What follows belongs to an exercise in optimizing a design on an open flow for small area, a short achievable clock period and few clock cycles; a production flow would make more cautious choices. Function was checked by simulation only, so behaviour that the tests miss may differ from the original. No activity file was given, so power comes from the tool's default toggle rates.

## the reference run
## fblc_dec
module fblc_dec (
    input  wire        clk,
    input  wire        rst_n,
    input  wire        in_valid,
    input  wire [7:0]  in_data,
    input  wire        in_last,
    output wire        in_ready,
    output wire        out_valid,
    input  wire        out_ready,
    output wire [15:0] out_syms,
    output wire [3:0]  out_count,
    output reg         done_valid,
    output reg  [3:0]  done_detail,
    output wire [31:0] done_bitoff,
    output wire [31:0] done_bytes
);
Size: about 8,300 cells after synthesis, ~86,000 µm² of cells after synthesis.
Settings: LEC_CHECK=0, ABC_CLOCK_PERIOD_IN_PS=5000, CAP_MARGIN=20, CELL_PAD_IN_SITES_DETAIL_PLACEMENT=1, CELL_PAD_IN_SITES_GLOBAL_PLACEMENT=2, CORE_MARGIN=2, CORE_UTILIZATION=30, GPL_ROUTABILITY_DRIVEN=1, PLACE_DENSITY=0.45, SETUP_SLACK_MARGIN=2.0, SLEW_MARGIN=20; clock period 8.0 ns.
run.sh (not shown) runs the stock make flow with config.mk's settings and CLKGATE_MAP_FILE= SYNTH_SCRIPT=/design/flow/synth_recipe.tcl, a recipe that flattens the netlist after the stock synthesis.
Testbench counts of the reference run, summed over its fixed seeds: cycles 9,342.
Setup changes, the reference run to the trial run
# the reference run
export LEC_CHECK = 0
export ABC_CLOCK_PERIOD_IN_PS = 5000
export CAP_MARGIN = 20
export CELL_PAD_IN_SITES_DETAIL_PLACEMENT = 1
export CELL_PAD_IN_SITES_GLOBAL_PLACEMENT = 2
export CORE_MARGIN = 2
export CORE_UTILIZATION = 30
export GPL_ROUTABILITY_DRIVEN = 1
export PLACE_DENSITY = 0.45
export SETUP_SLACK_MARGIN = 2.0
export SLEW_MARGIN = 20
create_clock -name core_clock -period 8.0 [get_ports {clk}]
# the trial run
export LEC_CHECK = 0
export CAP_MARGIN = 20
export CELL_PAD_IN_SITES_DETAIL_PLACEMENT = 1
export CELL_PAD_IN_SITES_GLOBAL_PLACEMENT = 2
export CORE_MARGIN = 2
export CORE_UTILIZATION = 30
export GPL_ROUTABILITY_DRIVEN = 1
export PLACE_DENSITY = 0.45
export SLEW_MARGIN = 20
create_clock -name core_clock -period 8.0 [get_ports {clk}]
==> comparison <==
Summary of the trial run over the reference run: worst slack at placement picked up an extra 0.068 ns; maximum ir drop on the vdd rail lost about 28%; total power draw lost 12%; smallest hold slack picked up an extra 0.010 ns; post-route clock period utilization picked up an extra 9.2 points.
Run comparison: the reference run cell type of the slowest stage on the worst timing path fa_2; the trial run cell type of the slowest stage on the worst timing path fa_1

========
Another version of the RTL of fblc_dec (not shown whole).
For scale: ~1500 flip-flops, ~100 I/O pins, about 0.097 mm^2 of cells after synthesis.
==> flow/config.mk <==
export PLATFORM = sky130hd
export DESIGN_NAME = fblc_dec
export DESIGN_NICKNAME = fblc_dec
export VERILOG_FILES = /design/flow/design.v
export SDC_FILE = /design/flow/constraint.sdc
export NUM_CORES = 4
export LEC_CHECK = 0
export CAP_MARGIN = 20
export CELL_PAD_IN_SITES_DETAIL_PLACEMENT = 1
export CELL_PAD_IN_SITES_GLOBAL_PLACEMENT = 2
export CORE_MARGIN = 2
export CORE_UTILIZATION = 30
export GPL_ROUTABILITY_DRIVEN = 1
export PLACE_DENSITY = 0.45
export SETUP_SLACK_MARGIN = 2.5
export SLEW_MARGIN = 20
==> flow/constraint.sdc <==
create_clock -name core_clock -period 8.0 [get_ports {clk}]
set_input_delay 1.6000 -clock core_clock [delete_from_list [all_inputs] [get_ports {clk}]]
set_output_delay 1.6000 -clock core_clock [all_outputs]
set_load 0.01 [all_outputs]
Testbench counts at the start, summed over its fixed seeds: cycles 8,857.
Then changed:
Settings changed: CORE_UTILIZATION 30 to 40, PLACE_DENSITY 0.45 to 0.55.
=> Routed wire length falls by 9.9%. Area after synthesis does not change. Setup slack got worse by 0.087 ns. Cell area falls by 1.2%. Non-clock buffer count rises by 45. Critical path depth falls by 1.

========
fblc_dec, a different RTL version from the one above (not shown whole).
Size in the first run: about 9800 cells after synthesis, about 1500 flip-flops.
export LEC_CHECK = 0
export CAP_MARGIN = 20
export CELL_PAD_IN_SITES_DETAIL_PLACEMENT = 1
export CELL_PAD_IN_SITES_GLOBAL_PLACEMENT = 2
export CORE_MARGIN = 2
export CORE_UTILIZATION = 30
export GPL_ROUTABILITY_DRIVEN = 1
export PLACE_DENSITY = 0.45
export SETUP_SLACK_MARGIN = 2.75
export SLEW_MARGIN = 20
create_clock -name core_clock -period 8.0 [get_ports {clk}]
Testbench counts at the start, summed over its fixed seeds: cycles 8,857.
==> next run, changes <==
Settings changed: SETUP_SLACK_MARGIN 2.75 to 2.5.
=>
- synthesized area does not change
- setup slack degrades by 0.014 ns
- critical path depth stays the same
- non-clock buffer count is lower by 92
- sequential power came out lower by about 0.9%
- cell area went down by 1.6%
- routed wire length shrinks by 0.98%
- worst hold slack improved by 0.037 ns

==> separate check: timing with driven ports <==
The flow's constraints put no driver on any port. The routed layouts listed below were extracted and timed again, unchanged, in two steps. Step 1: set_driving_cell puts a clkbuf_16 on clk and a buf_2 on each other input, an assumption about the parent block. Step 2 adds t to the input delays and takes it off the output delays; t is the mean of the earliest and latest rising clock arrival at the registers after step 1. Input paths then give back, and output paths get back, about the clock's delay inside the block. Three values: no drivers, after step 1, after step 2; two values: the first two.
run | shift t [ns] | setup slack, ns | slew at the worst register clock pin (ns) | worst data-port slew with drivers (ns) | cell pins on the clock port's net
the reference run | 0.949 | 1.179 / 1.179 / 1.179 | 0.07 / 0.07 | 0.18 | 1
the trial run | 0.942 | 0.440 / 0.440 / 0.440 | 0.08 / 0.08 | 0.12 | 1
the first run of note 2 | 0.974 | 2.260 / 2.158 / 1.934 | 0.07 / 0.07 | 0.20 | 1
the second run of note 2 | 0.938 | 2.173 / 2.077 / 2.024 | 0.07 / 0.07 | 0.23 | 1
the first run of note 3 | 0.982 | 2.372 / 2.269 / 2.445 | 0.07 / 0.07 | 0.10 | 1
the second run of note 3 | 0.991 | 2.358 / 2.260 / 2.214 | 0.07 / 0.07 | 0.09 | 1
After both steps every run listed still meets setup and hold. The setup slack of the first run of note 2, which loses most, moves by -0.102 ns with the drivers and by -0.326 ns with both steps.
